What follows belongs to an exercise in optimizing a design on an open flow for small area, a short achievable clock period and few clock cycles; a production flow would make more cautious choices.
The RTL was checked by simulation tests, not by an equivalence proof against the original design.
Power figures rest on the tool's default switching activity, not on a simulated workload.

[design.v]
module bk_route #(
    parameter LOGN   = 5,
    parameter N      = 1 << LOGN,
    parameter STAGES = 2 * LOGN - 1,
    parameter CPS    = N / 2,
    parameter CELLS  = STAGES * CPS
) (
    input  wire                 clk,
    input  wire                 rst,
    input  wire                 start,
    input  wire [N-1:0]         conn_valid,
    input  wire [N*LOGN-1:0]    conn_out,
    output wire                 busy,
    output reg                  done,
    output wire [2*CELLS-1:0]   cells
);
    localparam [1:0] S_IDLE = 2'd0,
                     S_PAD  = 2'd1,
                     S_RUN  = 2'd2,
                     S_FIN  = 2'd3;
    reg [1:0]         state;
    reg [N*LOGN-1:0]  dst;         
    reg [N-1:0]       rl;          
    reg [N-1:0]       pth0, pth1, pth2;    
    reg [N-1:0]       colr;        
    reg [1:0]         level;
    reg [3:0]         cnt;
    reg [LOGN-1:0]    qlo;         
    reg [2*CELLS-1:0] cr;          
    assign busy = (state != S_IDLE);
    reg  pad, run;               
    reg  [3:0] lvoh;             
    wire lv0 = lvoh[0];
    wire lv1 = lvoh[1];
    wire lv2 = lvoh[2];
    wire lv3 = lvoh[3];
    wire lastc = lv0 ? (cnt == 4'd15) : (cnt[2:0] == 3'd7);
    integer m, j;
    function [N-1:0] lowest;      
        input [N-1:0] v;
        reg   [N-1:0] pre;
        integer i;
        begin
            pre = v;
            for (i = 1; i < N; i = i * 2) pre = pre | (pre << i);
            lowest = v & ~(pre << 1);
        end
    endfunction
    function [N-1:0] highest;     
        input [N-1:0] v;
        reg   [N-1:0] pre;
        integer i;
        begin
            pre = v;
            for (i = 1; i < N; i = i * 2) pre = pre | (pre >> i);
            highest = v & ~(pre >> 1);
        end
    endfunction
    function [LOGN-1:0] rd5;      
        input [N-1:0]      sel;
        input [N*LOGN-1:0] d;
        integer i;
        begin
            rd5 = 0;
            for (i = 0; i < N; i = i + 1)
                rd5 = rd5 | (d[i*LOGN +: LOGN] & {LOGN{sel[i]}});
        end
    endfunction
    function [LOGN-1:0] enc;      
        input [N-1:0] sel;
        integer i;
        begin
            enc = 0;
            for (i = 0; i < N; i = i + 1)
                if (sel[i]) enc = enc | i[LOGN-1:0];
        end
    endfunction
    function [N-1:0] inp;
        input [N-1:0] v;
        input [N-1:0] same;
        input [3:0]   lvl;
        reg   [N/2-1:0] b1;
        reg   [N/4-1:0] b2;
        reg   [N/8-1:0] b3;
        integer i;
        begin
            for (i = 0; i < N/2; i = i + 1) b1[i] = v[2*i] | v[2*i+1];
            for (i = 0; i < N/4; i = i + 1) b2[i] = b1[2*i] | b1[2*i+1];
            for (i = 0; i < N/8; i = i + 1) b3[i] = b2[2*i] | b2[2*i+1];
            for (i = 0; i < N; i = i + 1)
                inp[i] = same[i] & ((lvl[0] & v[i ^ 1]) | (lvl[1] & b1[(i >> 1) ^ 1]) |
                                    (lvl[2] & b2[(i >> 2) ^ 1]) | (lvl[3] & b3[(i >> 3) ^ 1]));
        end
    endfunction
    function [3:0] cidx;
        input       p0;
        input [1:0] p12;
        input [4:0] v;
        input [1:0] lvl;
        begin
            case (lvl)
                2'd0: cidx = v[4:1];
                2'd1: cidx = {p0, v[4:2]};
                2'd2: cidx = {p0, p12[0], v[4:3]};
                default: cidx = {p0, p12[0], p12[1], v[4]};
            endcase
        end
    endfunction
    wire [LOGN-1:0] lbit  = {1'b0, lvoh};
    wire [LOGN-1:0] cmask = pad ? {LOGN{1'b1}} : {2'b11, lvoh[0] | lvoh[1] | lvoh[2], lvoh[0] | lvoh[1], lvoh[0]};
    wire [N-1:0]    dst4;
    genvar g;
    generate
        for (g = 0; g < N; g = g + 1) begin : d4
            assign dst4[g] = dst[g*LOGN + 4];
        end
    endgenerate
    reg [N-1:0]    uf  [0:1];     
    reg [N-1:0]    ug  [0:1];     
    reg [LOGN-1:0] udf [0:1];     
    reg            ust [0:1];     
    reg            uph [0:1];     
    reg [1:0]      up  [0:1];     
    reg            wv  [0:1];
    reg [3:0]      wlv [0:1];     
    reg [1:0]      wp  [0:1];
    reg            wph [0:1];
    reg [LOGN-1:0] wdf [0:1];     
    reg            wrf [0:1];
    reg [LOGN-1:0] weg [0:1];     
    reg            wrg [0:1];
    reg            wst [0:1];     
    reg            wf4 [0:1];     
    reg            wmt [0:1];     
    reg            wri [0:1];     
    reg            wi4 [0:1];
    reg            wd4 [0:1];
    wire [N-1:0]    rc   [0:1];   
    wire [N-1:0]    ri   [0:1];   
    wire [LOGN-1:0] dri  [0:1];
    wire            meet [0:1];
    wire [N-1:0]    nst  [0:1];
    wire [1:0]      npth [0:1];
    wire [LOGN-1:0] ndst [0:1];
    wire            phe  [0:1];
    wire            act  [0:1];
    wire            used [0:1];   
    generate
        for (g = 0; g < 2; g = g + 1) begin : un
            reg [N-1:0] same;
            always @* begin
                for (m = 0; m < N; m = m + 1)
                    same[m] = lv0 | ((pth0[m] == g) && (lv1 || (pth1[m] == up[g][0] &&
                                                              (lv2 || pth2[m] == up[g][1]))));
            end
            assign act[g] = run && (g == 0 || !lv0);
            assign phe[g] = ust[g] ? 1'b1 : uph[g];
            wire [LOGN-1:0] t = pad ? (g ? ~qlo : qlo) : (udf[g] ^ lbit);
            reg  [N-1:0] hit;
            always @* begin
                for (m = 0; m < N; m = m + 1)
                    hit[m] = (pad ? rl[m] : same[m]) &&
                             (((dst[m*LOGN +: LOGN] ^ t) & cmask) == 0);
            end
            assign rc[g]   = hit;
            assign used[g] = |hit;
            assign ri[g]   = inp(ug[g], same, lvoh);
            assign dri[g]  = rd5(ri[g], dst);
            assign meet[g] = (((dri[g] ^ t) & cmask) == 0);
            wire [N-1:0] dom  = lv0 ? {N{1'b1}} : (g ? pth0 : ~pth0);
            wire [N-1:0] free = ~(colr | ug[g]) & dom;
            wire [N-1:0] f1   = lowest(free);
            wire [N-1:0] f2   = lowest(free & ~f1);
            wire         sel2 = |(f1 & ri[g]);
            assign nst[g]  = sel2 ? f2 : f1;
            assign npth[g] = sel2 ? {|(f2 & pth2), |(f2 & pth1)} : {|(f1 & pth2), |(f1 & pth1)};
            assign ndst[g] = sel2 ? rd5(f2, dst) : rd5(f1, dst);
        end
    endgenerate
    reg  [1:0]  sl [0:1];
    reg  [1:0]  sf [0:1];
    reg  [15:0] ilo [0:1];
    reg  [15:0] ixo [0:1];
    reg  [1:0]  mv0 [0:1];       
    reg  [1:0]  mvc [0:1];       
    integer u;
    reg [3:0] il, ifs;
    reg       rG, rC, el, ef, vl, vf;
    always @* begin
        for (u = 0; u < 2; u = u + 1) begin
            rG  = |(ug[u] & rl);
            rC  = wmt[u] ? wri[u] : rG;
            el  = wrf[u] | rC;
            ef  = wrg[u] | wri[u];
            vl  = |(wdf[u][3:0] & wlv[u]) ~^ wph[u];
            vf  = |(weg[u][3:0] & wlv[u]) ~^ wph[u];
            sl[u] = {~el, el & vl};
            sf[u] = {~ef, ef & vf};
            il  = wlv[u][0] ? wdf[u][4:1] : wlv[u][1] ? {u[0], wdf[u][4:2]} :
                  wlv[u][2] ? {u[0], wp[u][0], wdf[u][4:3]} : {u[0], wp[u][0], wp[u][1], wdf[u][4]};
            ifs = wlv[u][1] ? {u[0], weg[u][4:2]} :
                  wlv[u][2] ? {u[0], wp[u][0], weg[u][4:3]} : {u[0], wp[u][0], wp[u][1], weg[u][4]};
            ilo[u] = wv[u] ? (16'd1 << il)  : 16'd0;
            ixo[u] = wv[u] ? (16'd1 << ifs) : 16'd0;
            mv0[u] = {wv[u] & wlv[u][3] & wst[u] & wrf[u], wf4[u] ^ wdf[u][4]};
            if (wri[u])
                mvc[u] = {wv[u] & wlv[u][3], wi4[u] ^ wd4[u]};
            else
                mvc[u] = {wv[u] & wlv[u][3] & !wmt[u] & rG, (|ug[u][N-1:N/2]) ^ wdf[u][4]};
        end
    end
    reg [2*CELLS-1:0] cr_n;
    integer s, h;
    always @* begin
        cr_n = cr;
        for (j = 0; j < CPS; j = j + 1)
            if (wlv[0][0] && ilo[0][j]) cr_n[2*(8*CPS + j) +: 2] = sl[0];
        for (s = 1; s < 4; s = s + 1)
            for (j = 0; j < CPS; j = j + 1) begin
                h = j / 8;
                if (wlv[h][s] && ixo[h][j]) cr_n[2*(s*CPS + j) +: 2]     = sf[h];
                if (wlv[h][s] && ilo[h][j]) cr_n[2*((8-s)*CPS + j) +: 2] = sl[h];
            end
        for (j = 0; j < CPS; j = j + 1) begin
            if (run && lv0) cr_n[2*(4*CPS + j) +: 2] = 2'b10;
            h = j / 8;
            if ({wp[h][0], wp[h][1]} == ((j / 2) % 4)) begin
                if ((j % 2) == 0 && mv0[h][1])       cr_n[2*(4*CPS + j) +: 2] = {1'b0, mv0[h][0]};
                if ((j % 2) == wph[h] && mvc[h][1])  cr_n[2*(4*CPS + j) +: 2] = {1'b0, mvc[h][0]};
            end
        end
    end
    generate
        for (g = 0; g < CPS; g = g + 1) begin : st0c
            wire r = rl[2*g] | rl[2*g+1];
            assign cells[2*g +: 2] = {~r, pth0[2*g] & r};
        end
    endgenerate
    assign cells[2*CELLS-1:2*CPS] = cr[2*CELLS-1:2*CPS];
    reg             pv, pul, puh;
    reg [LOGN-1:0]  pq;
    wire [N-1:0] wlo   = (pv && !pul) ? lowest(~colr)  : {N{1'b0}};
    wire [N-1:0] whi   = (pv && !puh) ? highest(~colr) : {N{1'b0}};
    wire [LOGN-1:0] d0p = wlo[0] ? pq : whi[0] ? ~pq : dst[LOGN-1:0];
    reg [N-1:0] newc;
    always @* begin
        newc = 0;
        for (u = 0; u < 2; u = u + 1)
            if (act[u])
                newc = newc | ri[u] | ug[u];
    end
    always @(posedge clk) begin
        cr <= cr_n;
        for (u = 0; u < 2; u = u + 1) begin
            wv[u]   <= act[u];
            wlv[u]  <= lvoh;
            wp[u]   <= up[u];
            wph[u]  <= phe[u];
            wdf[u]  <= udf[u];
            wrf[u]  <= |(uf[u] & rl);
            weg[u]  <= enc(ug[u]);
            wrg[u]  <= |(ug[u] & rl);
            wst[u]  <= ust[u];
            wf4[u]  <= |uf[u][N-1:N/2];
            wmt[u]  <= meet[u];
            wri[u]  <= |(ri[u] & rl);
            wi4[u]  <= |ri[u][N-1:N/2];
            wd4[u]  <= dri[u][4];
            if (act[u]) begin
                uph[u] <= ~phe[u];
                for (m = 0; m < N; m = m + 1) begin
                    if (ri[u][m] | ug[u][m]) begin
                        case (level)
                            2'd0: pth0[m] <= ri[u][m] ? phe[u] : ~phe[u];
                            2'd1: pth1[m] <= ri[u][m] ? phe[u] : ~phe[u];
                            2'd2: pth2[m] <= ri[u][m] ? phe[u] : ~phe[u];
                            default: ;
                        endcase
                    end
                end
                ust[u] <= meet[u];
                if (meet[u]) begin
                    uf[u]  <= nst[u];
                    ug[u]  <= nst[u];
                    udf[u] <= ndst[u];
                    up[u]  <= npth[u];
                end else begin
                    uf[u]  <= ri[u];
                    ug[u]  <= rc[u];
                    udf[u] <= dri[u];
                end
            end
            if (run && lastc) begin
                uf[u]  <= (u == 0) ? 32'h1 : 32'h2;
                ug[u]  <= (u == 0) ? 32'h1 : 32'h2;
                udf[u] <= (u == 0) ? dst[LOGN-1:0] : dst[2*LOGN-1:LOGN];
                ust[u] <= 1'b1;
                up[u]  <= 2'b00;
            end
        end
        if (rst) begin
            pad   <= 1'b0;
            run   <= 1'b0;
            state <= S_IDLE;
            done  <= 1'b0;
            wv[0] <= 1'b0;
            wv[1] <= 1'b0;
        end else begin
            done <= 1'b0;
            case (state)
                S_IDLE: begin
                    dst    <= conn_out;
                    colr   <= (&conn_valid) ? {N{1'b0}} : conn_valid;
                    qlo    <= 0;
                    pv     <= 1'b0;
                    level  <= 2'd0;
                    lvoh   <= 4'b0001;
                    cnt    <= 4'd0;
                    uf[0]  <= 32'h1;
                    ug[0]  <= 32'h1;
                    udf[0] <= conn_out[LOGN-1:0];
                    ust[0] <= 1'b1;
                    up[0]  <= 2'b00;
                    if (start) begin
                        rl <= conn_valid;
                        if (&conn_valid) begin
                            state <= S_RUN;
                            run   <= 1'b1;
                        end else begin
                            state <= S_PAD;
                            pad   <= 1'b1;
                        end
                    end
                end
                S_PAD: begin
                    for (m = 0; m < N; m = m + 1) begin
                        if (wlo[m]) dst[m*LOGN +: LOGN] <= pq;
                        if (whi[m]) dst[m*LOGN +: LOGN] <= ~pq;
                    end
                    udf[0] <= d0p;
                    qlo <= qlo + 1'b1;
                    pq  <= qlo;
                    pv  <= 1'b1;
                    pul <= used[0];
                    puh <= used[1];
                    if (&colr || qlo[4]) begin
                        colr  <= 0;
                        state <= S_RUN;
                        pad   <= 1'b0;
                        run   <= 1'b1;
                    end else begin
                        colr  <= colr | wlo | whi;
                    end
                end
                S_RUN: begin
                    cnt <= cnt + 1'b1;
                    if (lastc) begin
                        colr  <= 0;
                        cnt   <= 4'd0;
                        level <= level + 1'b1;
                        lvoh  <= {lvoh[2:0], lvoh[3]};
                        if (lv3) begin
                            state <= S_FIN;
                            run   <= 1'b0;
                        end
                    end else begin
                        colr  <= colr | newc;
                    end
                end
                S_FIN: begin
                    done  <= 1'b1;
                    state <= S_IDLE;
                end
                default: state <= S_IDLE;
            endcase
        end
    end
endmodule
[run.sh]
#!/bin/bash
# synth_recipe.tcl (not shown) runs the flow's synth.tcl, then flattens the netlist and writes it again
# the make line also repeats each setting of config.mk as NAME=value (left out here)
make -C /OpenROAD-flow-scripts/flow DESIGN_CONFIG=/design/flow/config.mk WORK_HOME=/design/flow/orfs CLKGATE_MAP_FILE= SYNTH_SCRIPT=/design/flow/synth_recipe.tcl finish
[config.mk]
export PLATFORM = sky130hd
export DESIGN_NAME = bk_route
export DESIGN_NICKNAME = bk_route
export VERILOG_FILES = /design/flow/design.v
export SDC_FILE = /design/flow/constraint.sdc
export NUM_CORES = 4
export LEC_CHECK = 0
export CAP_MARGIN = 20
export CORE_MARGIN = 2
export CORE_UTILIZATION = 40
export PLACE_DENSITY = 0.6
export SLEW_MARGIN = 20
[constraint.sdc]
create_clock -name core_clock -period 8.0 [get_ports {clk}]
set_input_delay 1.6000 -clock core_clock [delete_from_list [all_inputs] [get_ports {clk}]]
set_output_delay 1.6000 -clock core_clock [all_outputs]
set_load 0.01 [all_outputs]
==> results of run 1 <==
cells in the mapped netlist (22+ instances only):
cell type / n
nor2_1: 734
nand2_1: 626
clkbuf_1: 587
a21oi_1: 576
xnor2_1: 505
edfxtp_1: 478
nand3_1: 394
dfxtp_1: 320
o21ai_0: 262
nand4_1: 219
a22oi_1: 212
and2_1: 208
xor2_1: 144
a22o_1: 127
buf_1: 126
nor3_1: 122
and3_1: 112
inv_1: 105
mux2i_1: 101
a221oi_1: 88
nor4_1: 85
o211ai_1: 85
a2111oi_0: 73
nand2b_1: 73
buf_2: 65
a31oi_1: 62
nor2b_1: 58
or2_2: 58
o221ai_1: 57
o2111ai_1: 56
a221o_1: 54
a211oi_1: 52
a222oi_1: 51
or4_1: 43
mux2_2: 39
o21ai_1: 36
o22ai_1: 35
a21o_1: 29
or3_1: 28
o31ai_1: 27
o22a_1: 24
o21a_1: 23
a31o_2: 22
routing by layer:
layer,global-route usage,GRT overflow
met3,0.558,0
met4,0.625,1
met5,0.286,0
met1,0.708,0
met2,0.825,1
cells by family after synthesis:
group,after synthesis
AO/OA/AOI/OAI,2135
buffers and inverters,903
flip-flops,798
adder cells (fa/ha/maj),16
XOR/XNOR,649
multiplexers,155
AND/OR/NAND/NOR,2846
worst max path at each step:
stage / startpoint / endpoint / slack [ps] / cells after the start
3_5_place_dp: lvoh[0]$_SDFFCE_PN1P_ / ug[1][4]$_SDFFE_PP0P_ / 1410 / 14
4_1_cts: lvoh[0]$_SDFFCE_PN1P_ / ug[1][19]$_SDFFE_PP0P_ / 1390 / 14
3_3_place_gp: lvoh[0]$_SDFFCE_PN1P_ / uf[1][19]$_SDFFE_PP0P_ / 1070 / 13
2_1_floorplan: lvoh[0]$_SDFFCE_PN1P_ / udf[1][0]$_DFFE_PP_ / 3950 / 14
metrics by stage:
step | total power (µW) | setup WS [ps]
after global placement | 31000 | 1070
after detailed placement | 31000 | 1410
after CTS | 35600 | 1390
after floorplan | 18600 | 3950
power groups by stage:
stage	sequential (µW)	clock, µW	combinational (µW)
2_1_floorplan	6150	0	12500
3_3_place_gp	8020	0	22900
3_5_place_dp	8030	0	23000
4_1_cts	7950	4570	23100
==> out/results.ini, run 1 <==
[clock_tree]
cts_root_buf = clkbuf_16
cts_hold_buf = 0
clockBufferDepth = 3
cts_sinks = 798
cts_resized = 0
post-cts-setup-buffers = 0
htree_levels = 3
cts_made_buffers = 91

[yosys]
synth_top_family_by_area = compound AO/OA/AOI/OAI gates
avgSynthCellArea_um2 = 8.09
synth_xor_area_frac = 0.0936
synth_cell_types = 103
synth_seq_cells = 798
synth_mux_area_frac = 0.0267
synth-edff-count = 478
yosys_warnings = 27
syn-num-nets = 7708
postSynth.asyncResetShare = 0
syn_area_um2 = 60700
synth_area_leader_cell = edfxtp_1
synth_top_area_frac = 0.236
synthFlopType = edfxtp_1
synth_seq_area_share = 0.342
synthCells = 7502
synthAdderAreaFrac = 0.00309
yosys-top-cells-area = edfxtp_1, dfxtp_1, xnor2_1
synth-simple-area-share = 0.231
synth_compound_area_frac = 0.245

[placed_design]
io_buffers = 484
place_congestion = 1.39
place_inst = 9709
place_hpwl_mm = 396
place_area_um2 = 69100

[floorplan]
die-width_um = 394
initial_utilization = 0.404
ios = 485
rows = 142
die_h_um = 394

[grt]
grt_pass1_vias = 74792
grt_usage = 0.686
grt.overflow.total = 2
grt_pass1_wl_mm = 724
grt_max_degree = 254

[run_status]
error_message = [ERROR GRT-0116] Global routing finished with congestion. Check the congestion regions in the DRC Viewer.
lastStage = global routing
run_status = stopped before the end

Testbench counts, summed over its fixed seeds: cycles 18,459.
==> inputs of run 2 (changes only) <==
--- a/config.mk
+++ b/config.mk
@@ -7,6 +7,7 @@
 export LEC_CHECK = 0
 export CAP_MARGIN = 20
 export CORE_MARGIN = 2
-export CORE_UTILIZATION = 40
-export PLACE_DENSITY = 0.6
+export CORE_UTILIZATION = 35
+export PLACE_DENSITY = 0.55
+export SETUP_SLACK_MARGIN = 3.5
 export SLEW_MARGIN = 20
==> run 2 against run 1 <==
Against the previous run: the flow again stops in global routing; synthesized area is the same; synthesized cell count is the same.
==> out/results.ini, run 2 <==
[run_status]
run_status = stopped before the end
lastStage = global routing
error_message = [ERROR GRT-0232] Routing congestion too high. Check the congestion heatmap in the GUI.

[yosys]
synth_area_leader_cell = edfxtp_1
yosys-top-cells-area = edfxtp_1, dfxtp_1, xnor2_1
syn-num-nets = 7708
synthFlopType = edfxtp_1
postSynth.asyncResetShare = 0
synth_cell_types = 103
synth_top_area_frac = 0.236
synth_seq_cells = 798
synthTopCellsByCount = nor2_1, nand2_1, clkbuf_1
syn_area_um2 = 60700
yosys_warnings = 27
synthCells = 7502
synth_seq_area_share = 0.342
synth-edff-count = 478
avgSynthCellArea_um2 = 8.09
yosysMostFrequentCell = nor2_1

[placed_design]
place_inst = 10112
place_congestion = 1.31
io_buffers = 484
dp_slack_ps = 143
place_hpwl_mm = 469

[clock_tree]
clockBufferDepth = 3
cts_root_buf = clkbuf_16
cts_sinks = 798
htree_levels = 3
cts_made_buffers = 94

[floorplan]
ios = 485
die-width_um = 420
rows = 152
die_h_um = 420
initial_utilization = 0.353

[grt]
grt_usage = 0.732
grt_max_degree = 287
grt.overflow.total = 7

[run 2: cell counts after synthesis]
Identical to the previous run, type by type.
[run 2: cell families after synthesis]
family                   Yosys count  share of synthesized area
buffers and inverters            903                     0.0585
multiplexers                     155                     0.0267
AND/OR/NAND/NOR                 2846                      0.231
adder cells (fa/ha/maj)           16                    0.00309
XOR/XNOR                         649                     0.0936
flip-flops                       798                      0.342
AO/OA/AOI/OAI                   2135                      0.245
[run 2: routing by layer]
layer | global-route usage | GRT overflow
met1 | 0.750 | 0
met2 | 0.861 | 6
met3 | 0.605 | 0
met4 | 0.690 | 1
met5 | 0.396 | 0
[run 2: what timing repair did]
| action | 4_1_cts |
|---|---|
| setup endpoints to repair | 158 |
| pin swaps | 128 |
| gates cloned | 13 |
| hold buffers | 0 |
| resized for setup | 509 |
| setup buffers | 243 |
[run 2: worst max path at each step]
stage                        endpoint  cells after the start  slack [ps]                   from
2_1_floorplan     udf[1][0]$_DFFE_PP_                     14        3950  lvoh[0]$_SDFFCE_PN1P_
3_3_place_gp   uf[1][13]$_SDFFE_PP0P_                     14        -260  lvoh[0]$_SDFFCE_PN1P_
3_5_place_dp   uf[1][13]$_SDFFE_PP0P_                     14         140  lvoh[0]$_SDFFCE_PN1P_
4_1_cts           udf[1][0]$_DFFE_PP_                     15        3350  lvoh[0]$_SDFFCE_PN1P_
[run 2: metrics by stage]
stage | area [µm²] | utilization | power [µW] | TNS (ps)
after CTS | 78400 | 0.456 | 41100 | 0
after global placement | 70500 | 0.410 | 34100 | -639
after floorplan | 60700 | - | 18600 | 0
after detailed placement | 70500 | 0.410 | 34100 | 0
[run 2: power groups by stage]
stage	clock, µW	sequential, µW	combinational [µW]
3_5_place_dp	0	7850	26200
3_3_place_gp	0	7840	26300
4_1_cts	4550	7680	28800
2_1_floorplan	0	6150	12500
==> inputs of run 3 (changes only) <==
--- a/design.v
+++ b/design.v
@@ -121,20 +121,6 @@
     reg            ust [0:1];     
     reg            uph [0:1];     
     reg [1:0]      up  [0:1];     
-    reg            wv  [0:1];
-    reg [3:0]      wlv [0:1];     
-    reg [1:0]      wp  [0:1];
-    reg            wph [0:1];
-    reg [LOGN-1:0] wdf [0:1];     
-    reg            wrf [0:1];
-    reg [LOGN-1:0] weg [0:1];     
-    reg            wrg [0:1];
-    reg            wst [0:1];     
-    reg            wf4 [0:1];     
-    reg            wmt [0:1];     
-    reg            wri [0:1];     
-    reg            wi4 [0:1];
-    reg            wd4 [0:1];
     wire [N-1:0]    rc   [0:1];   
     wire [N-1:0]    ri   [0:1];   
     wire [LOGN-1:0] dri  [0:1];
@@ -185,28 +171,29 @@
     reg  [1:0]  mvc [0:1];       
     integer u;
     reg [3:0] il, ifs;
-    reg       rG, rC, el, ef, vl, vf;
+    reg [4:0] eg;
+    reg       rC, rI, rF, rG, el, ef, vl, vf;
     always @* begin
         for (u = 0; u < 2; u = u + 1) begin
+            rC  = |(rc[u] & rl);
+            rI  = |(ri[u] & rl);
+            rF  = |(uf[u] & rl);
             rG  = |(ug[u] & rl);
-            rC  = wmt[u] ? wri[u] : rG;
-            el  = wrf[u] | rC;
-            ef  = wrg[u] | wri[u];
-            vl  = |(wdf[u][3:0] & wlv[u]) ~^ wph[u];
-            vf  = |(weg[u][3:0] & wlv[u]) ~^ wph[u];
+            eg  = enc(ug[u]);
+            el  = rF | rC;
+            ef  = rG | rI;
+            vl  = |(udf[u][3:0] & lvoh) ~^ phe[u];
+            vf  = |(eg[3:0] & lvoh) ~^ phe[u];
             sl[u] = {~el, el & vl};
             sf[u] = {~ef, ef & vf};
-            il  = wlv[u][0] ? wdf[u][4:1] : wlv[u][1] ? {u[0], wdf[u][4:2]} :
-                  wlv[u][2] ? {u[0], wp[u][0], wdf[u][4:3]} : {u[0], wp[u][0], wp[u][1], wdf[u][4]};
-            ifs = wlv[u][1] ? {u[0], weg[u][4:2]} :
-                  wlv[u][2] ? {u[0], wp[u][0], weg[u][4:3]} : {u[0], wp[u][0], wp[u][1], weg[u][4]};
-            ilo[u] = wv[u] ? (16'd1 << il)  : 16'd0;
-            ixo[u] = wv[u] ? (16'd1 << ifs) : 16'd0;
-            mv0[u] = {wv[u] & wlv[u][3] & wst[u] & wrf[u], wf4[u] ^ wdf[u][4]};
-            if (wri[u])
-                mvc[u] = {wv[u] & wlv[u][3], wi4[u] ^ wd4[u]};
-            else
-                mvc[u] = {wv[u] & wlv[u][3] & !wmt[u] & rG, (|ug[u][N-1:N/2]) ^ wdf[u][4]};
+            il  = lv0 ? udf[u][4:1] : lv1 ? {u[0], udf[u][4:2]} :
+                  lv2 ? {u[0], up[u][0], udf[u][4:3]} : {u[0], up[u][0], up[u][1], udf[u][4]};
+            ifs = lv1 ? {u[0], eg[4:2]} :
+                  lv2 ? {u[0], up[u][0], eg[4:3]} : {u[0], up[u][0], up[u][1], eg[4]};
+            ilo[u] = act[u] ? (16'd1 << il)  : 16'd0;
+            ixo[u] = act[u] ? (16'd1 << ifs) : 16'd0;
+            mv0[u] = {act[u] & lv3 & ust[u] & rF, (|uf[u][N-1:N/2]) ^ udf[u][4]};
+            mvc[u] = {act[u] & lv3 & (rC | rI),   (|rc[u][N-1:N/2]) ^ udf[u][4]};
         end
     end
     reg [2*CELLS-1:0] cr_n;
@@ -214,19 +201,19 @@
     always @* begin
         cr_n = cr;
         for (j = 0; j < CPS; j = j + 1)
-            if (wlv[0][0] && ilo[0][j]) cr_n[2*(8*CPS + j) +: 2] = sl[0];
+            if (lv0 && ilo[0][j]) cr_n[2*(8*CPS + j) +: 2] = sl[0];
         for (s = 1; s < 4; s = s + 1)
             for (j = 0; j < CPS; j = j + 1) begin
                 h = j / 8;
-                if (wlv[h][s] && ixo[h][j]) cr_n[2*(s*CPS + j) +: 2]     = sf[h];
-                if (wlv[h][s] && ilo[h][j]) cr_n[2*((8-s)*CPS + j) +: 2] = sl[h];
+                if (lvoh[s] && ixo[h][j]) cr_n[2*(s*CPS + j) +: 2]     = sf[h];
+                if (lvoh[s] && ilo[h][j]) cr_n[2*((8-s)*CPS + j) +: 2] = sl[h];
             end
         for (j = 0; j < CPS; j = j + 1) begin
             if (run && lv0) cr_n[2*(4*CPS + j) +: 2] = 2'b10;
             h = j / 8;
-            if ({wp[h][0], wp[h][1]} == ((j / 2) % 4)) begin
+            if ({up[h][0], up[h][1]} == ((j / 2) % 4)) begin
                 if ((j % 2) == 0 && mv0[h][1])       cr_n[2*(4*CPS + j) +: 2] = {1'b0, mv0[h][0]};
-                if ((j % 2) == wph[h] && mvc[h][1])  cr_n[2*(4*CPS + j) +: 2] = {1'b0, mvc[h][0]};
+                if ((j % 2) == phe[h] && mvc[h][1])  cr_n[2*(4*CPS + j) +: 2] = {1'b0, mvc[h][0]};
             end
         end
     end
@@ -252,20 +239,6 @@
     always @(posedge clk) begin
         cr <= cr_n;
         for (u = 0; u < 2; u = u + 1) begin
-            wv[u]   <= act[u];
-            wlv[u]  <= lvoh;
-            wp[u]   <= up[u];
-            wph[u]  <= phe[u];
-            wdf[u]  <= udf[u];
-            wrf[u]  <= |(uf[u] & rl);
-            weg[u]  <= enc(ug[u]);
-            wrg[u]  <= |(ug[u] & rl);
-            wst[u]  <= ust[u];
-            wf4[u]  <= |uf[u][N-1:N/2];
-            wmt[u]  <= meet[u];
-            wri[u]  <= |(ri[u] & rl);
-            wi4[u]  <= |ri[u][N-1:N/2];
-            wd4[u]  <= dri[u][4];
             if (act[u]) begin
                 uph[u] <= ~phe[u];
                 for (m = 0; m < N; m = m + 1) begin
@@ -303,8 +276,6 @@
             run   <= 1'b0;
             state <= S_IDLE;
             done  <= 1'b0;
-            wv[0] <= 1'b0;
-            wv[1] <= 1'b0;
         end else begin
             done <= 1'b0;
             case (state)
@@ -360,8 +331,9 @@
                         level <= level + 1'b1;
                         lvoh  <= {lvoh[2:0], lvoh[3]};
                         if (lv3) begin
-                            state <= S_FIN;
+                            state <= S_IDLE;
                             run   <= 1'b0;
+                            done  <= 1'b1;
                         end
                     end else begin
                         colr  <= colr | newc;
==> run 3 against run 2 <==
Against the previous run: the run again fails in global routing; synthesized cell count rose by 2.4%; synthesized area increased by 1.3%.
==> out/results.ini, run 3 <==
[grt]
grt.overflow.total = 389
grt_pass1_wl_mm = 945
grt_pass1_vias = 88338
grt_max_degree = 272
grt_usage = 0.767

[yosys]
syn-num-nets = 7893
synth_seq_cells = 750
synth-edff-count = 478
postSynth.asyncResetShare = 0
synth_area_leader_cell = edfxtp_1
synth_cell_types = 109
synth_top_area_frac = 0.233
synth_seq_area_share = 0.322
yosysMostFrequentCell = nor2_1
synthTopCellsByCount = nor2_1, nand2_1, a21oi_1
avgSynthCellArea_um2 = 8.01
synthCells = 7680
syn_area_um2 = 61500
yosys_warnings = 13
synthFlopType = edfxtp_1
yosys-top-cells-area = edfxtp_1, dfxtp_1, xnor2_1

[placed_design]
dp_slack_ps = 1070
io_buffers = 484
place_congestion = 1.36
place_hpwl_mm = 481
place_inst = 10446

[run_status]
run_status = stopped before the end
error_message = [ERROR GRT-0116] Global routing finished with congestion. Check the congestion regions in the DRC Viewer.
lastStage = global routing

[clock_tree]
cts_hold_buf = 0
cts_sinks = 750
cts_made_buffers = 86
htree_levels = 3
clockBufferDepth = 3
cts_root_buf = clkbuf_16

[floorplan]
die-width_um = 423
ios = 485
rows = 153
initial_utilization = 0.353
die_h_um = 423

run 3: cell types whose count changed after synthesis, sizes merged, moves of 51 or more:
cell and change:
xnor2 -89, mux2i -56, nor3 +166, nor2 +104
buf +107, nand3 -69, and3 -51, xor2 +161
and2 -131, a221oi +65
run 3: through the flow:
stage	hold slack (ps)	total power, µW	util	area, µm²
after CTS	469	44700	0.472	82200
after detailed placement	454	36800	0.419	73000
after global placement	450	36800	0.418	72800
after floorplan	424	20100	-	61600
run 3: how the worst min path moves through the flow:
stage                            endpoint  slack, ps  cells after the start
after CTS                 cr[135]$_DFF_P_        470                      1
after floorplan           pq[2]$_DFFE_PP_        420                      0
after global placement    cr[135]$_DFF_P_        450                      1
after detailed placement  cr[135]$_DFF_P_        450                      1
run 3: power groups by stage:
stage               registers (µW)  clock network [µW]  logic, µW
global placement              7770                   0      29000
CTS                           7620                4180      32900
detailed placement            7760                   0      29100
floorplan                     5960                   0      14100
run 3: timing repair:
action,CTS
endpoints found under the hold margin,0
pin swaps,181
buffers inserted,281
resized for setup,748
endpoints found under the setup margin,416
gates cloned,29
run 3: kinds of logic after synthesis:
logic type	count (synthesis)	synth area share
flops	750	0.322
compound gates	2303	0.269
mux	77	0.0132
xor+xnor	721	0.103
fa+ha+maj	23	0.00447
simple gates	2858	0.226
buf+inv	948	0.0624
run 3: metal layers:
layer / GRT overflow / track usage
met1: 1 / 0.807
met2: 192 / 0.871
met3: 1 / 0.666
met4: 195 / 0.685
met5: 0 / 0.365
Testbench counts of run 3, summed over its fixed seeds: cycles 18,075.
==> inputs of run 4 (changes only) <==
--- a/design.v
+++ b/design.v
@@ -25,7 +25,7 @@
     reg [N-1:0]       colr;        
     reg [1:0]         level;
     reg [3:0]         cnt;
-    reg [LOGN-1:0]    qlo;         
+    reg [3:0]         qk;          
     reg [2*CELLS-1:0] cr;          
     assign busy = (state != S_IDLE);
     reg  pad, run;               
@@ -107,12 +107,14 @@
         end
     endfunction
     wire [LOGN-1:0] lbit  = {1'b0, lvoh};
-    wire [LOGN-1:0] cmask = pad ? {LOGN{1'b1}} : {2'b11, lvoh[0] | lvoh[1] | lvoh[2], lvoh[0] | lvoh[1], lvoh[0]};
+    wire [LOGN-1:0] cmask = pad ? 5'b11110 : {2'b11, lvoh[0] | lvoh[1] | lvoh[2], lvoh[0] | lvoh[1], lvoh[0]};
     wire [N-1:0]    dst4;
+    wire [N-1:0]    d0b;
     genvar g;
     generate
         for (g = 0; g < N; g = g + 1) begin : d4
             assign dst4[g] = dst[g*LOGN + 4];
+            assign d0b[g]  = dst[g*LOGN];
         end
     endgenerate
     reg [N-1:0]    uf  [0:1];     
@@ -130,7 +132,8 @@
     wire [LOGN-1:0] ndst [0:1];
     wire            phe  [0:1];
     wire            act  [0:1];
-    wire            used [0:1];   
+    wire            usde [0:1];   
+    wire            usdo [0:1];
     generate
         for (g = 0; g < 2; g = g + 1) begin : un
             reg [N-1:0] same;
@@ -141,7 +144,7 @@
             end
             assign act[g] = run && (g == 0 || !lv0);
             assign phe[g] = ust[g] ? 1'b1 : uph[g];
-            wire [LOGN-1:0] t = pad ? (g ? ~qlo : qlo) : (udf[g] ^ lbit);
+            wire [LOGN-1:0] t = pad ? (g ? {1'b1, ~qk[2:0], 1'b0} : {1'b0, qk[2:0], 1'b0}) : (udf[g] ^ lbit);
             reg  [N-1:0] hit;
             always @* begin
                 for (m = 0; m < N; m = m + 1)
@@ -149,7 +152,8 @@
                              (((dst[m*LOGN +: LOGN] ^ t) & cmask) == 0);
             end
             assign rc[g]   = hit;
-            assign used[g] = |hit;
+            assign usde[g] = |(hit & ~d0b);
+            assign usdo[g] = |(hit & d0b);
             assign ri[g]   = inp(ug[g], same, lvoh);
             assign dri[g]  = rd5(ri[g], dst);
             assign meet[g] = (((dri[g] ^ t) & cmask) == 0);
@@ -224,11 +228,21 @@
         end
     endgenerate
     assign cells[2*CELLS-1:2*CPS] = cr[2*CELLS-1:2*CPS];
-    reg             pv, pul, puh;
-    reg [LOGN-1:0]  pq;
-    wire [N-1:0] wlo   = (pv && !pul) ? lowest(~colr)  : {N{1'b0}};
-    wire [N-1:0] whi   = (pv && !puh) ? highest(~colr) : {N{1'b0}};
-    wire [LOGN-1:0] d0p = wlo[0] ? pq : whi[0] ? ~pq : dst[LOGN-1:0];
+    reg             pv, pfe, pfo, pfh, pfl;    
+    reg [2:0]       pk;
+    wire [N-1:0] ul1 = lowest(~colr);
+    wire [N-1:0] ul2 = lowest(~colr & ~ul1);
+    wire [N-1:0] uh1 = highest(~colr);
+    wire [N-1:0] uh2 = highest(~colr & ~uh1);
+    wire [N-1:0] wa  = (pv && (pfe || pfo)) ? ul1 : {N{1'b0}};
+    wire [N-1:0] wb  = (pv && pfe && pfo)   ? ul2 : {N{1'b0}};
+    wire [N-1:0] wc  = (pv && (pfh || pfl)) ? uh1 : {N{1'b0}};
+    wire [N-1:0] wd  = (pv && pfh && pfl)   ? uh2 : {N{1'b0}};
+    wire [LOGN-1:0] va = {1'b0, pk, ~pfe};
+    wire [LOGN-1:0] vb = {1'b0, pk, 1'b1};
+    wire [LOGN-1:0] vc = {1'b1, ~pk, pfh};
+    wire [LOGN-1:0] vd = {1'b1, ~pk, 1'b0};
+    wire [LOGN-1:0] d0p = wa[0] ? va : wb[0] ? vb : wc[0] ? vc : wd[0] ? vd : dst[LOGN-1:0];
     reg [N-1:0] newc;
     always @* begin
         newc = 0;
@@ -282,7 +296,7 @@
                 S_IDLE: begin
                     dst    <= conn_out;
                     colr   <= (&conn_valid) ? {N{1'b0}} : conn_valid;
-                    qlo    <= 0;
+                    qk     <= 0;
                     pv     <= 1'b0;
                     level  <= 2'd0;
                     lvoh   <= 4'b0001;
@@ -305,22 +319,26 @@
                 end
                 S_PAD: begin
                     for (m = 0; m < N; m = m + 1) begin
-                        if (wlo[m]) dst[m*LOGN +: LOGN] <= pq;
-                        if (whi[m]) dst[m*LOGN +: LOGN] <= ~pq;
+                        if (wa[m]) dst[m*LOGN +: LOGN] <= va;
+                        if (wb[m]) dst[m*LOGN +: LOGN] <= vb;
+                        if (wc[m]) dst[m*LOGN +: LOGN] <= vc;
+                        if (wd[m]) dst[m*LOGN +: LOGN] <= vd;
                     end
                     udf[0] <= d0p;
-                    qlo <= qlo + 1'b1;
-                    pq  <= qlo;
+                    qk  <= qk + 1'b1;
+                    pk  <= qk[2:0];
                     pv  <= 1'b1;
-                    pul <= used[0];
-                    puh <= used[1];
-                    if (&colr || qlo[4]) begin
+                    pfe <= ~usde[0];
+                    pfo <= ~usdo[0];
+                    pfh <= ~usdo[1];
+                    pfl <= ~usde[1];
+                    if (&colr || qk[3]) begin
                         colr  <= 0;
                         state <= S_RUN;
                         pad   <= 1'b0;
                         run   <= 1'b1;
                     end else begin
-                        colr  <= colr | wlo | whi;
+                        colr  <= colr | wa | wb | wc | wd;
                     end
                 end
                 S_RUN: begin
--- a/config.mk
+++ b/config.mk
@@ -7,7 +7,7 @@
 export LEC_CHECK = 0
 export CAP_MARGIN = 20
 export CORE_MARGIN = 2
-export CORE_UTILIZATION = 35
-export PLACE_DENSITY = 0.55
+export CORE_UTILIZATION = 25
+export PLACE_DENSITY = 0.45
 export SETUP_SLACK_MARGIN = 3.5
 export SLEW_MARGIN = 20
==> run 4 against run 3 <==
Against the previous run: now clean on timing, DRC and antenna; synthesized area rose by 2.8%; synthesized cell count up 5.9%.
==> out/results.ini, run 4 <==
[clock_tree]
clkTransAtPathRegs_ps = 70
cts_sinks = 749
insertion_delay_ps = 880
cts_made_buffers = 96
cts_tree = done
cts_root_buf = clkbuf_16
clockBufferDepth = 3
htree_levels = 3
cts_hold_buf = 0

[detailed_routing]
drc = 0
wire_per_inst_um = 57.1
drtPass1Iterations = 15
viasPerCell = 7.09
wl_met3_mm = 96.6
route.top_layer_used = met5
final_antenna_net_count = 0
met1_length_mm = 238
wl_met2_mm = 291
dr_total_vias = 90100
wl_mm = 725
drt-initial-drc-count = 15947

[critical_path]
r2r_end = udf[1][3]$_DFFE_PP_
critPathKind = reg -> reg
crit_path_start_kind = flip-flop
worstSetupEndpointType = flip-flop
r2r-start = colr[6]$_DFFE_PP_
worstPathArrival_ps = 5580
r2r.worst_path.cells = 17
ff2ff_setup_slack_ps = 3000
cp.required_ps = 8580
path_max_fanout = 8

[worst_hold_path]
min_from = cr[151]$_DFF_P_
min_path_type = reg -> reg
whs_path_depth = 1
min_to = cr[151]$_DFF_P_

[power_and_ir_drop]
p_sw_uw = 29900
pwr-share-comb = 0.745
p_sw_frac = 0.622
vdd_ir_drop_max_mv = 0.287
p_int_uw = 18200
powerDensity_nw_per_um2 = 533
total_power_uw = 48100
seqPwrFrac = 0.158
p_leak_uw = 0.0317
power.clock.fraction = 0.096

[yosys]
synthCells = 8135
postSynth.asyncResetShare = 0
yosys_warnings = 13
syn-num-nets = 8349
synthTopCellsByCount = nor2_1, nand2_1, clkbuf_1
synthFlopType = edfxtp_1
synth_area_leader_cell = edfxtp_1
synth-edff-count = 477
yosys-top-cells-area = edfxtp_1, dfxtp_1, xnor2_1
synth_cell_types = 105
synth_top_area_frac = 0.226
avgSynthCellArea_um2 = 7.77
yosysMostFrequentCell = nor2_1
syn_area_um2 = 63200
synth_seq_area_share = 0.313
synth_seq_cells = 749

[sta]
timing.final.crit_period_ps = 5000
finalCritPeriodShare = 0.624
tightest_slew_ps = 1410
fin_setup_tns_ps = 0
whs_ps = 464
maxSlewViolCount = 0
finalSetupViolations = 0
skew_ps = 104
clock.fmax_mhz = 200
rsz0062_at_grt = yes
slew_headroom = 0.0609
hold_viol_final = 0

[run]
drv_cap = 0

[finish]
largest_register_ffs = 256
fillers = 26262
regMostFlops = cr
most-common-layout-cells = buf_4, nand2_1, nor2_1
final_common_cell = buf_4
top_regs = cr: 256 flops, dst: 160 flops
area_growth_pct = 42.7
fin_nets = 9375
drive_gt1_frac = 0.261

[grt]
grt_pass1_vias = 79600
grt.overflow.total = 0
antenna_found_initial = 128
grt_usage = 0.532
grt_pass1_wl_mm = 888
grt_max_degree = 147

[run_status]
run_status = no timing/DRC/antenna violations

[floorplan]
core_um2 = 251000
initial_utilization = 0.252
ios = 485
die_area_um2 = 257000
rows = 184
die-width_um = 507
die_h_um = 507

[placed_design]
place_congestion = 1.09
place_hpwl_mm = 536
io_buffers = 484

[run 4: through the flow]
stage / cell area [µm²] / util / std cells / setup WS [ps]
2_1_floorplan: 63300 / - / 8135 / 3510
3_3_place_gp: 75300 / 0.299 / 11843 / -109
3_5_place_dp: 75400 / 0.300 / 11851 / 511
4_1_cts: 85200 / 0.339 / 12367 / 3240
5_1_grt: 90100 / 0.358 / 12638 / 3100
6_report: 90200 / 0.359 / 12711 / 3000
[run 4: logic make-up (layout without fill, tap and decap cells)]
kind of cell / after synthesis / after routing / share of synthesized area
multiplexers: 143 / 143 / 0.0242
flip-flops: 749 / 749 / 0.313
buffers and inverters: 1052 / 2155 / 0.0637
AO/OA/AOI/OAI: 2648 / 2648 / 0.289
XOR/XNOR: 552 / 552 / 0.0764
adder cells (fa/ha/maj): 28 / 28 / 0.00518
other: 0 / 118 / 0
AND/OR/NAND/NOR: 2963 / 2970 / 0.229
[run 4: layout make-up]
type                       instances  area [µm²]  area share
multi-input combinational       6341       44500       0.494
sequential                       749       19800       0.220
timing repair buffer            1798       17500       0.193
tap                             3348        4190      0.0464
clock buffer                     120        2600      0.0288
inverter                         173         713     0.00790
clock inverter                    62         584     0.00647
antenna                          118         295     0.00327
timing repair inverter             2        20.0    0.000222
[run 4: metal layers]
metal / up-vias / global-route usage
met2: 9365 / 0.754
met5: - / 0.0156
met4: 46 / 0.571
li1: 32973 / -
met1: 44328 / 0.553
met3: 3388 / 0.251
[run 4: critical path: stages, from the launching register on]
cell and delay (ps):
edfxtp_1 520, buf_4 240, nor2_4 350, o2bb2ai_4 190
nor3_4 80, buf_12 150, clkbuf_4 250, buf_4 180
a31oi_2 200, nor3_2 120, and2_1 180, o21ai_2 140
buf_6 180, nand4_1 450, nor4_4 900, nand2_2 200
o41ai_2 250, a31oi_1 110
[run 4: what timing repair did]
item	4_1_cts	5_1_grt
endpoints found under the setup margin	734	367
pin swaps	185	206
setup buffers	306	191
endpoints found under the hold margin	0	0
cloned	28	30
gates resized for setup	736	516
[run 4: worst max-delay path by stage]
stage | from | end | slack, ps | cells past startpoint
floorplan | colr[2]$_DFFE_PP_ | dst[145]$_DFFE_PP_ | 3510 | 10
global placement | lvoh[0]$_SDFFCE_PN1P_ | udf[1][3]$_DFFE_PP_ | -110 | 15
detailed placement | lvoh[0]$_SDFFCE_PN1P_ | up[1][0]$_SDFFE_PP0P_ | 510 | 15
CTS | lvoh[0]$_SDFFCE_PN1P_ | udf[0][1]$_DFF_P_ | 3240 | 14
global route | lvoh[0]$_SDFFCE_PN1P_ | udf[0][1]$_DFF_P_ | 3100 | 15
finish | colr[6]$_DFFE_PP_ | udf[1][3]$_DFFE_PP_ | 3000 | 17
[run 4: power groups by stage]
| stage | Clock [µW] | Combinational [µW] | Sequential [µW] |
|---|---|---|---|
| 3_5_place_dp | 0 | 28000 | 7460 |
| 6_report | 4630 | 35900 | 7620 |
| 5_1_grt | 4740 | 34900 | 7410 |
| 3_3_place_gp | 0 | 28100 | 7460 |
| 2_1_floorplan | 0 | 12800 | 5920 |
| 4_1_cts | 4620 | 30800 | 7320 |
Testbench counts of run 4, summed over its fixed seeds: cycles 16,992.
==> inputs of run 5 (changes only) <==
--- a/config.mk
+++ b/config.mk
@@ -5,9 +5,10 @@
 export SDC_FILE = /design/flow/constraint.sdc
 export NUM_CORES = 4
 export LEC_CHECK = 0
+export ABC_AREA = 1
 export CAP_MARGIN = 20
 export CORE_MARGIN = 2
-export CORE_UTILIZATION = 25
-export PLACE_DENSITY = 0.45
+export CORE_UTILIZATION = 30
+export PLACE_DENSITY = 0.5
 export SETUP_SLACK_MARGIN = 3.5
 export SLEW_MARGIN = 20
==> run 5 against run 4 <==
Against the previous run: the run now fails in global routing; synthesized area is 0.51% lower; synthesized cell count is 22% higher.
==> out/results.ini, run 5 <==
[placed_design]
place_area_um2 = 73200
io_buffers = 484
place_congestion = 1.37
place_inst = 13149
place_hpwl_mm = 524

[yosys]
synthTopCellsByCount = nand2_1, nor2_1, inv_1
yosys_warnings = 13
synth-edff-count = 477
syn-num-nets = 10112
synth_seq_cells = 749
yosys-top-cells-area = edfxtp_1, nand2_1, dfxtp_1
yosysMostFrequentCell = nand2_1
postSynth.asyncResetShare = 0
synth_top_area_frac = 0.228
synth_cell_types = 72
synthCells = 9898
synth_seq_area_share = 0.314
synthFlopType = edfxtp_1
avgSynthCellArea_um2 = 6.36
syn_area_um2 = 62900
synth_area_leader_cell = edfxtp_1

[run_status]
run_status = stopped before the end
error_message = [ERROR GRT-0116] Global routing finished with congestion. Check the congestion regions in the DRC Viewer.
lastStage = global routing

[grt]
grt_pass1_wl_mm = 934
grt_pass1_vias = 90991
grt_usage = 0.660
grt.overflow.total = 25
grt_max_degree = 121

[clock_tree]
clockBufferDepth = 3
cts_made_buffers = 91
htree_levels = 3
cts_sinks = 749
cts_root_buf = clkbuf_16
cts_hold_buf = 0

[floorplan]
die-width_um = 462
initial_utilization = 0.301
ios = 485
rows = 168
die_h_um = 462

## run 5: cell count changes after synthesis, moves of 90 or more
cell      before   now
a221oi_1     126    29
o22ai_1      121   253
buf_1        132    42
nor3_1       306   155
nor2_1       741  1327
a22oi_1      264    51
clkbuf_1     692   298
a22o_1       165    21
nand3_1      333   927
xnor2_1      363    66
inv_1        167   977
nand2_1      737  2521
o21ai_0      372   612
## run 5: logic make-up after synthesis
family,Yosys count,synth area share
DFF,749,0.314
adders and majority gates,19,0.00378
and+or+nand+nor,5420,0.369
xor gates and xnor gates,188,0.0262
AOI/OAI and AO/OA,1938,0.181
muxes,70,0.0111
buffers and inverters,1514,0.0953
## run 5: worst max path at each step
stage                               start                      to  slack, ps  cells past startpoint
global placement    up[1][0]$_SDFFE_PP0P_  ug[1][19]$_SDFFE_PP0P_       1580                     18
detailed placement  lvoh[0]$_SDFFCE_PN1P_       cr[202]$_DFFE_PP_       1800                     15
floorplan                             rst         rl[0]$_DFFE_PP_       4250                      3
CTS                 lvoh[3]$_SDFFCE_PN0P_       cr[192]$_DFFE_PP_       3410                     19
## run 5: timing repair
item | in CTS
setup buffers | 140
resized for setup | 591
pin swaps | 47
cloned | 17
setup endpoints to repair | 703
## run 5: power groups by stage
| stage | registers [µW] | logic [µW] | clock network, µW |
|---|---|---|---|
| 2_1_floorplan | 6320 | 12700 | 0 |
| 3_3_place_gp | 8100 | 27100 | 0 |
| 3_5_place_dp | 8130 | 27000 | 0 |
| 4_1_cts | 7950 | 29300 | 4480 |
## run 5: metal layers
metal | GRT usage | GRT overflow
met1 | 0.675 | 0
met2 | 0.826 | 10
met3 | 0.489 | 0
met4 | 0.639 | 15
met5 | 0.224 | 0
## run 5: stage by stage
stage	setup slack [ps]	hold WS (ps)
2_1_floorplan	4250	432
3_3_place_gp	1580	468
3_5_place_dp	1800	474
4_1_cts	3410	488
==> inputs of run 6 (changes only) <==
--- a/design.v
+++ b/design.v
@@ -119,17 +119,15 @@
     endgenerate
     reg [N-1:0]    uf  [0:1];     
     reg [N-1:0]    ug  [0:1];     
-    reg [LOGN-1:0] udf [0:1];     
     reg            ust [0:1];     
     reg            uph [0:1];     
     reg [1:0]      up  [0:1];     
     wire [N-1:0]    rc   [0:1];   
     wire [N-1:0]    ri   [0:1];   
-    wire [LOGN-1:0] dri  [0:1];
+    wire [LOGN-1:0] udf  [0:1];   
     wire            meet [0:1];
     wire [N-1:0]    nst  [0:1];
     wire [1:0]      npth [0:1];
-    wire [LOGN-1:0] ndst [0:1];
     wire            phe  [0:1];
     wire            act  [0:1];
     wire            usde [0:1];   
@@ -144,6 +142,7 @@
             end
             assign act[g] = run && (g == 0 || !lv0);
             assign phe[g] = ust[g] ? 1'b1 : uph[g];
+            assign udf[g] = rd5(uf[g], dst);
             wire [LOGN-1:0] t = pad ? (g ? {1'b1, ~qk[2:0], 1'b0} : {1'b0, qk[2:0], 1'b0}) : (udf[g] ^ lbit);
             reg  [N-1:0] hit;
             always @* begin
@@ -155,8 +154,7 @@
             assign usde[g] = |(hit & ~d0b);
             assign usdo[g] = |(hit & d0b);
             assign ri[g]   = inp(ug[g], same, lvoh);
-            assign dri[g]  = rd5(ri[g], dst);
-            assign meet[g] = (((dri[g] ^ t) & cmask) == 0);
+            assign meet[g] = |(rc[g] & ri[g]);
             wire [N-1:0] dom  = lv0 ? {N{1'b1}} : (g ? pth0 : ~pth0);
             wire [N-1:0] free = ~(colr | ug[g]) & dom;
             wire [N-1:0] f1   = lowest(free);
@@ -164,40 +162,54 @@
             wire         sel2 = |(f1 & ri[g]);
             assign nst[g]  = sel2 ? f2 : f1;
             assign npth[g] = sel2 ? {|(f2 & pth2), |(f2 & pth1)} : {|(f1 & pth2), |(f1 & pth1)};
-            assign ndst[g] = sel2 ? rd5(f2, dst) : rd5(f1, dst);
         end
     endgenerate
+    reg            wv  [0:1];
+    reg [3:0]      wlv [0:1];
+    reg [3:0]      wil [0:1];
+    reg [1:0]      wp  [0:1];
+    reg            wph [0:1];
+    reg            wvl [0:1];
+    reg            wrf [0:1];
+    reg            wmt [0:1];
+    reg            wri [0:1];
+    reg            wi4 [0:1];
+    reg            wd4 [0:1];
     reg  [1:0]  sl [0:1];
     reg  [1:0]  sf [0:1];
     reg  [15:0] ilo [0:1];
     reg  [15:0] ixo [0:1];
     reg  [1:0]  mv0 [0:1];       
     reg  [1:0]  mvc [0:1];       
+    reg  [3:0]  il  [0:1];
+    reg  [3:0]  ifs;
+    reg  [4:0]  eg;
+    reg         vl  [0:1];
+    reg         rI  [0:1];
     integer u;
-    reg [3:0] il, ifs;
-    reg [4:0] eg;
-    reg       rC, rI, rF, rG, el, ef, vl, vf;
+    reg       rC, rF, rG, el, ef, vf;
     always @* begin
         for (u = 0; u < 2; u = u + 1) begin
-            rC  = |(rc[u] & rl);
-            rI  = |(ri[u] & rl);
+            rI[u] = |(ri[u] & rl);
             rF  = |(uf[u] & rl);
             rG  = |(ug[u] & rl);
             eg  = enc(ug[u]);
-            el  = rF | rC;
-            ef  = rG | rI;
-            vl  = |(udf[u][3:0] & lvoh) ~^ phe[u];
+            ef  = rG | rI[u];
+            vl[u] = |(udf[u][3:0] & lvoh) ~^ phe[u];
             vf  = |(eg[3:0] & lvoh) ~^ phe[u];
-            sl[u] = {~el, el & vl};
             sf[u] = {~ef, ef & vf};
-            il  = lv0 ? udf[u][4:1] : lv1 ? {u[0], udf[u][4:2]} :
-                  lv2 ? {u[0], up[u][0], udf[u][4:3]} : {u[0], up[u][0], up[u][1], udf[u][4]};
+            il[u] = lv0 ? udf[u][4:1] : lv1 ? {u[0], udf[u][4:2]} :
+                    lv2 ? {u[0], up[u][0], udf[u][4:3]} : {u[0], up[u][0], up[u][1], udf[u][4]};
             ifs = lv1 ? {u[0], eg[4:2]} :
                   lv2 ? {u[0], up[u][0], eg[4:3]} : {u[0], up[u][0], up[u][1], eg[4]};
-            ilo[u] = act[u] ? (16'd1 << il)  : 16'd0;
             ixo[u] = act[u] ? (16'd1 << ifs) : 16'd0;
             mv0[u] = {act[u] & lv3 & ust[u] & rF, (|uf[u][N-1:N/2]) ^ udf[u][4]};
-            mvc[u] = {act[u] & lv3 & (rC | rI),   (|rc[u][N-1:N/2]) ^ udf[u][4]};
+            rC  = wmt[u] ? wri[u] : rG;
+            el  = wrf[u] | rC;
+            sl[u]  = {~el, el & wvl[u]};
+            ilo[u] = wv[u] ? (16'd1 << wil[u]) : 16'd0;
+            mvc[u] = {wv[u] & wlv[u][3] & (wri[u] | rC),
+                      (wmt[u] ? wi4[u] : |ug[u][N-1:N/2]) ^ wd4[u]};
         end
     end
     reg [2*CELLS-1:0] cr_n;
@@ -205,20 +217,20 @@
     always @* begin
         cr_n = cr;
         for (j = 0; j < CPS; j = j + 1)
-            if (lv0 && ilo[0][j]) cr_n[2*(8*CPS + j) +: 2] = sl[0];
+            if (wlv[0][0] && ilo[0][j]) cr_n[2*(8*CPS + j) +: 2] = sl[0];
         for (s = 1; s < 4; s = s + 1)
             for (j = 0; j < CPS; j = j + 1) begin
                 h = j / 8;
                 if (lvoh[s] && ixo[h][j]) cr_n[2*(s*CPS + j) +: 2]     = sf[h];
-                if (lvoh[s] && ilo[h][j]) cr_n[2*((8-s)*CPS + j) +: 2] = sl[h];
+                if (wlv[h][s] && ilo[h][j]) cr_n[2*((8-s)*CPS + j) +: 2] = sl[h];
             end
         for (j = 0; j < CPS; j = j + 1) begin
             if (run && lv0) cr_n[2*(4*CPS + j) +: 2] = 2'b10;
             h = j / 8;
-            if ({up[h][0], up[h][1]} == ((j / 2) % 4)) begin
-                if ((j % 2) == 0 && mv0[h][1])       cr_n[2*(4*CPS + j) +: 2] = {1'b0, mv0[h][0]};
-                if ((j % 2) == phe[h] && mvc[h][1])  cr_n[2*(4*CPS + j) +: 2] = {1'b0, mvc[h][0]};
-            end
+            if ({up[h][0], up[h][1]} == ((j / 2) % 4) && (j % 2) == 0 && mv0[h][1])
+                cr_n[2*(4*CPS + j) +: 2] = {1'b0, mv0[h][0]};
+            if ({wp[h][0], wp[h][1]} == ((j / 2) % 4) && (j % 2) == wph[h] && mvc[h][1])
+                cr_n[2*(4*CPS + j) +: 2] = {1'b0, mvc[h][0]};
         end
     end
     generate
@@ -242,7 +254,6 @@
     wire [LOGN-1:0] vb = {1'b0, pk, 1'b1};
     wire [LOGN-1:0] vc = {1'b1, ~pk, pfh};
     wire [LOGN-1:0] vd = {1'b1, ~pk, 1'b0};
-    wire [LOGN-1:0] d0p = wa[0] ? va : wb[0] ? vb : wc[0] ? vc : wd[0] ? vd : dst[LOGN-1:0];
     reg [N-1:0] newc;
     always @* begin
         newc = 0;
@@ -253,6 +264,19 @@
     always @(posedge clk) begin
         cr <= cr_n;
         for (u = 0; u < 2; u = u + 1) begin
+            wv[u]  <= act[u];
+            wlv[u] <= lvoh;
+            wil[u] <= il[u];
+            wp[u]  <= up[u];
+            wph[u] <= phe[u];
+            wvl[u] <= vl[u];
+            wrf[u] <= |(uf[u] & rl);
+            wmt[u] <= meet[u];
+            wri[u] <= rI[u];
+            wi4[u] <= |ri[u][N-1:N/2];
+            wd4[u] <= udf[u][4];
+        end
+        for (u = 0; u < 2; u = u + 1) begin
             if (act[u]) begin
                 uph[u] <= ~phe[u];
                 for (m = 0; m < N; m = m + 1) begin
@@ -269,18 +293,15 @@
                 if (meet[u]) begin
                     uf[u]  <= nst[u];
                     ug[u]  <= nst[u];
-                    udf[u] <= ndst[u];
                     up[u]  <= npth[u];
                 end else begin
                     uf[u]  <= ri[u];
                     ug[u]  <= rc[u];
-                    udf[u] <= dri[u];
                 end
             end
             if (run && lastc) begin
                 uf[u]  <= (u == 0) ? 32'h1 : 32'h2;
                 ug[u]  <= (u == 0) ? 32'h1 : 32'h2;
-                udf[u] <= (u == 0) ? dst[LOGN-1:0] : dst[2*LOGN-1:LOGN];
                 ust[u] <= 1'b1;
                 up[u]  <= 2'b00;
             end
@@ -290,6 +311,8 @@
             run   <= 1'b0;
             state <= S_IDLE;
             done  <= 1'b0;
+            wv[0] <= 1'b0;
+            wv[1] <= 1'b0;
         end else begin
             done <= 1'b0;
             case (state)
@@ -303,7 +326,6 @@
                     cnt    <= 4'd0;
                     uf[0]  <= 32'h1;
                     ug[0]  <= 32'h1;
-                    udf[0] <= conn_out[LOGN-1:0];
                     ust[0] <= 1'b1;
                     up[0]  <= 2'b00;
                     if (start) begin
@@ -324,7 +346,6 @@
                         if (wc[m]) dst[m*LOGN +: LOGN] <= vc;
                         if (wd[m]) dst[m*LOGN +: LOGN] <= vd;
                     end
-                    udf[0] <= d0p;
                     qk  <= qk + 1'b1;
                     pk  <= qk[2:0];
                     pv  <= 1'b1;
@@ -349,9 +370,8 @@
                         level <= level + 1'b1;
                         lvoh  <= {lvoh[2:0], lvoh[3]};
                         if (lv3) begin
-                            state <= S_IDLE;
+                            state <= S_FIN;
                             run   <= 1'b0;
-                            done  <= 1'b1;
                         end
                     end else begin
                         colr  <= colr | newc;
==> config.mk (replaced) <==
export PLATFORM = sky130hd
export DESIGN_NAME = bk_route
export DESIGN_NICKNAME = bk_route
export VERILOG_FILES = /design/flow/design.v
export SDC_FILE = /design/flow/constraint.sdc
export NUM_CORES = 4
export LEC_CHECK = 0
export CAP_MARGIN = 20
export CORE_MARGIN = 2
export CORE_UTILIZATION = 33
export PLACE_DENSITY = 0.55
export SETUP_SLACK_MARGIN = 3.5
export SLEW_MARGIN = 20
==> run 6 against run 5 <==
Against the previous run: synthesized cell count fell by 28%; the run now finishes clean; synthesized area fell by 8.8%.
==> out/results.ini, run 6 <==
[yosys]
syn-num-nets = 7324
synth_top_area_frac = 0.255
postSynth.asyncResetShare = 0
synth_seq_area_share = 0.354
yosys_warnings = 26
synth_seq_cells = 771
syn_area_um2 = 57400
synth_cell_types = 107
yosysMostFrequentCell = nor2_1
synthFlopType = edfxtp_1
yosys-top-cells-area = edfxtp_1, dfxtp_1, nor2_1
synthTopCellsByCount = nor2_1, nand2_1, a21oi_1
avgSynthCellArea_um2 = 8.07
synth_area_leader_cell = edfxtp_1
synth-edff-count = 488
synthCells = 7110

[power_and_ir_drop]
vdd_ir_drop_max_mv = 0.588
total_power_uw = 43700
p_leak_uw = 0.0275
powerDensity_nw_per_um2 = 565

[finish]
drive_gt1_frac = 0.222
fillers = 17145
fin_cells = 10329
area_growth_pct = 34.6
fin_nets = 8097
most-common-layout-cells = buf_4, nor2_1, nand2_1
seq_area_um2 = 20400
multi_input_comb_area_um2 = 37300
top_regs = cr: 256 flops, dst: 160 flops
largest_register_ffs = 256
fin_area_um2 = 77300
regMostFlops = cr
final_common_cell = buf_4

[grt]
grt_max_degree = 218
grt_pass1_vias = 65365
grt_usage = 0.528
grt.overflow.total = 0
grt_pass1_wl_mm = 632
antenna_found_initial = 81

[floorplan]
initial_utilization = 0.331
core_um2 = 173000
die_area_um2 = 177000
rows = 153
die_h_um = 421
die-width_um = 421
ios = 485

[clock_tree]
clkTransAtPathRegs_ps = 70
cts_hold_buf = 0
cts_sinks = 771
clockBufferDepth = 3
htree_levels = 3
cts_tree = done
cts_made_buffers = 91
cts_root_buf = clkbuf_16
insertion_delay_ps = 820

[run_status]
run_status = no timing/DRC/antenna violations

[sta]
hold_viol_final = 0
timing.final.crit_period_ps = 5670
finalSetupViolations = 0
rsz0062_at_grt = yes
clock.fmax_mhz = 176
skew_ps = 74.0
fin_ws_ps = 2330
maxSlewViolCount = 0
fin_setup_tns_ps = 0
tightest_slew_ps = 1360
slew_headroom = 0.0918
finalCritPeriodShare = 0.709

[placed_design]
dp_slack_ps = 618
place_inst = 9760
place_hpwl_mm = 377
io_buffers = 484
place_area_um2 = 67000
place_congestion = 1.18

[detailed_routing]
final_antenna_net_count = 0
wire_per_inst_um = 47.5
wl_mm = 491
dr_total_vias = 73242
drc = 0
viasPerCell = 7.09
drtPass1Iterations = 8
drt-initial-drc-count = 13480

[critical_path]
path_max_fanout = 9
worstSetupEndpointType = flip-flop
crit_path_start_kind = flip-flop
worstPathArrival_ps = 6300
cp.required_ps = 8630
critPathKind = reg -> reg

[worst_hold_path]
min_path_type = reg -> reg

[run]
drv_cap = 0

-- run 6: path summary, 6_finish.rpt --
| kind | start | endpoint | slack (ps) | depth (start not counted) |
|---|---|---|---|---|
| hold reg to reg | cr[151]$_SDFFE_PP0P_ | cr[151]$_SDFFE_PP0P_ | 460 | 1 |
| hold / removal | cr[151]$_SDFFE_PP0P_ | cr[151]$_SDFFE_PP0P_ | 460 | 1 |
| setup / recovery | uf[1][9]$_SDFFE_PP0P_ | uf[1][23]$_SDFFE_PP0P_ | 2330 | 22 |
| setup reg to reg | uf[1][9]$_SDFFE_PP0P_ | uf[1][23]$_SDFFE_PP0P_ | 2330 | 22 |
-- run 6: what timing repair did --
action                     4_1_cts  5_1_grt
pin swaps                      173      112
setup endpoints to repair      524      324
resized for setup              618      174
buffers inserted               249       86
gates cloned                    15        4
-- run 6: through the flow --
step | hold WS, ps | util
after floorplan | 326 | -
after global placement | 448 | 0.386
after detailed placement | 455 | 0.386
after CTS | 469 | 0.435
after global routing | 479 | 0.445
final | 464 | 0.446
-- run 6: cell type report --
type	count	area share
inverter	141	0.00748
sequential	771	0.263
clock inverter	45	0.00934
multi-input combinational	5492	0.482
antenna	46	0.00149
clock buffer	123	0.0322
timing repair buffer	1386	0.166
tap	2325	0.0376
-- run 6: worst max-delay path: stages (launching register included) --
cell and delay (ps):
dfxtp_1 550, a22oi_1 360, nand4_1 160, or4_4 610, ha_4 300, nor2b_4 180
nor2_4 80, buf_4 170, buf_6 110, xor2_2 160, o211ai_1 470, buf_4 230
o31ai_2 90, a211oi_2 320, o221ai_2 170, a2111oi_4 240, nand4_1 180, buf_6 180
nand2_2 100, buf_12 210, buf_4 140, o21ai_4 90, nor3_4 390
-- run 6: per-layer routing --
layer / global-route usage / part of all wire / routed length [µm]
met5: 0.00699 / 0.0012 / 597
met1: 0.612 / 0.35 / 171000
met4: 0.491 / 0.12 / 59300
met2: 0.724 / 0.39 / 189000
met3: 0.227 / 0.14 / 70600
-- run 6: logic make-up after synthesis --
family / synth area share
buffers and inverters: 0.0585
and+or+nand+nor: 0.219
adders and majority gates: 0.00571
xor gates and xnor gates: 0.0833
DFF: 0.354
muxes: 0.0199
AOI/OAI and AO/OA: 0.260
-- run 6: power by group --
| part | switching [µW] | leakage (µW) | internal, µW |
|---|---|---|---|
| logic | 20200 | 0.0191 | 10700 |
| clock network | 2010 | 0.00155 | 2630 |
| registers | 2560 | 0.00690 | 5530 |
Testbench counts of run 6, summed over its fixed seeds: cycles 17,376.

-- re-timing with driven ports --
The results above use ideal ports. As a check the final layouts listed here were re-extracted and re-timed, cells and wires unchanged.
Step 1: set_driving_cell puts a clkbuf_16 on clk and a buf_2 on each other input, an assumption about the parent block.
Step 2 also shifts input and output timing later by t, the mid clock arrival at the registers, as if the neighbouring blocks saw the same clock.
a / b / c = ideal / step 1 / step 2; a / b = the first two.
run | shift t [ns] | setup slack, ns | hold slack, ns | worst setup path at the end | worst slew at a driven data input, ns
run 4 | 0.905 | 3.004 / 3.004 / 2.968 | 0.464 / 0.464 / 0.464 | input to register | 0.30
run 6 | 0.897 | 2.330 / 2.330 / 2.330 | 0.464 / 0.464 / 0.464 | register to register | 0.12
After both steps setup and hold are still met in every run listed. The setup slack of run 4, which loses most, moves by 0.000 ns with the drivers and by -0.036 ns with both steps.
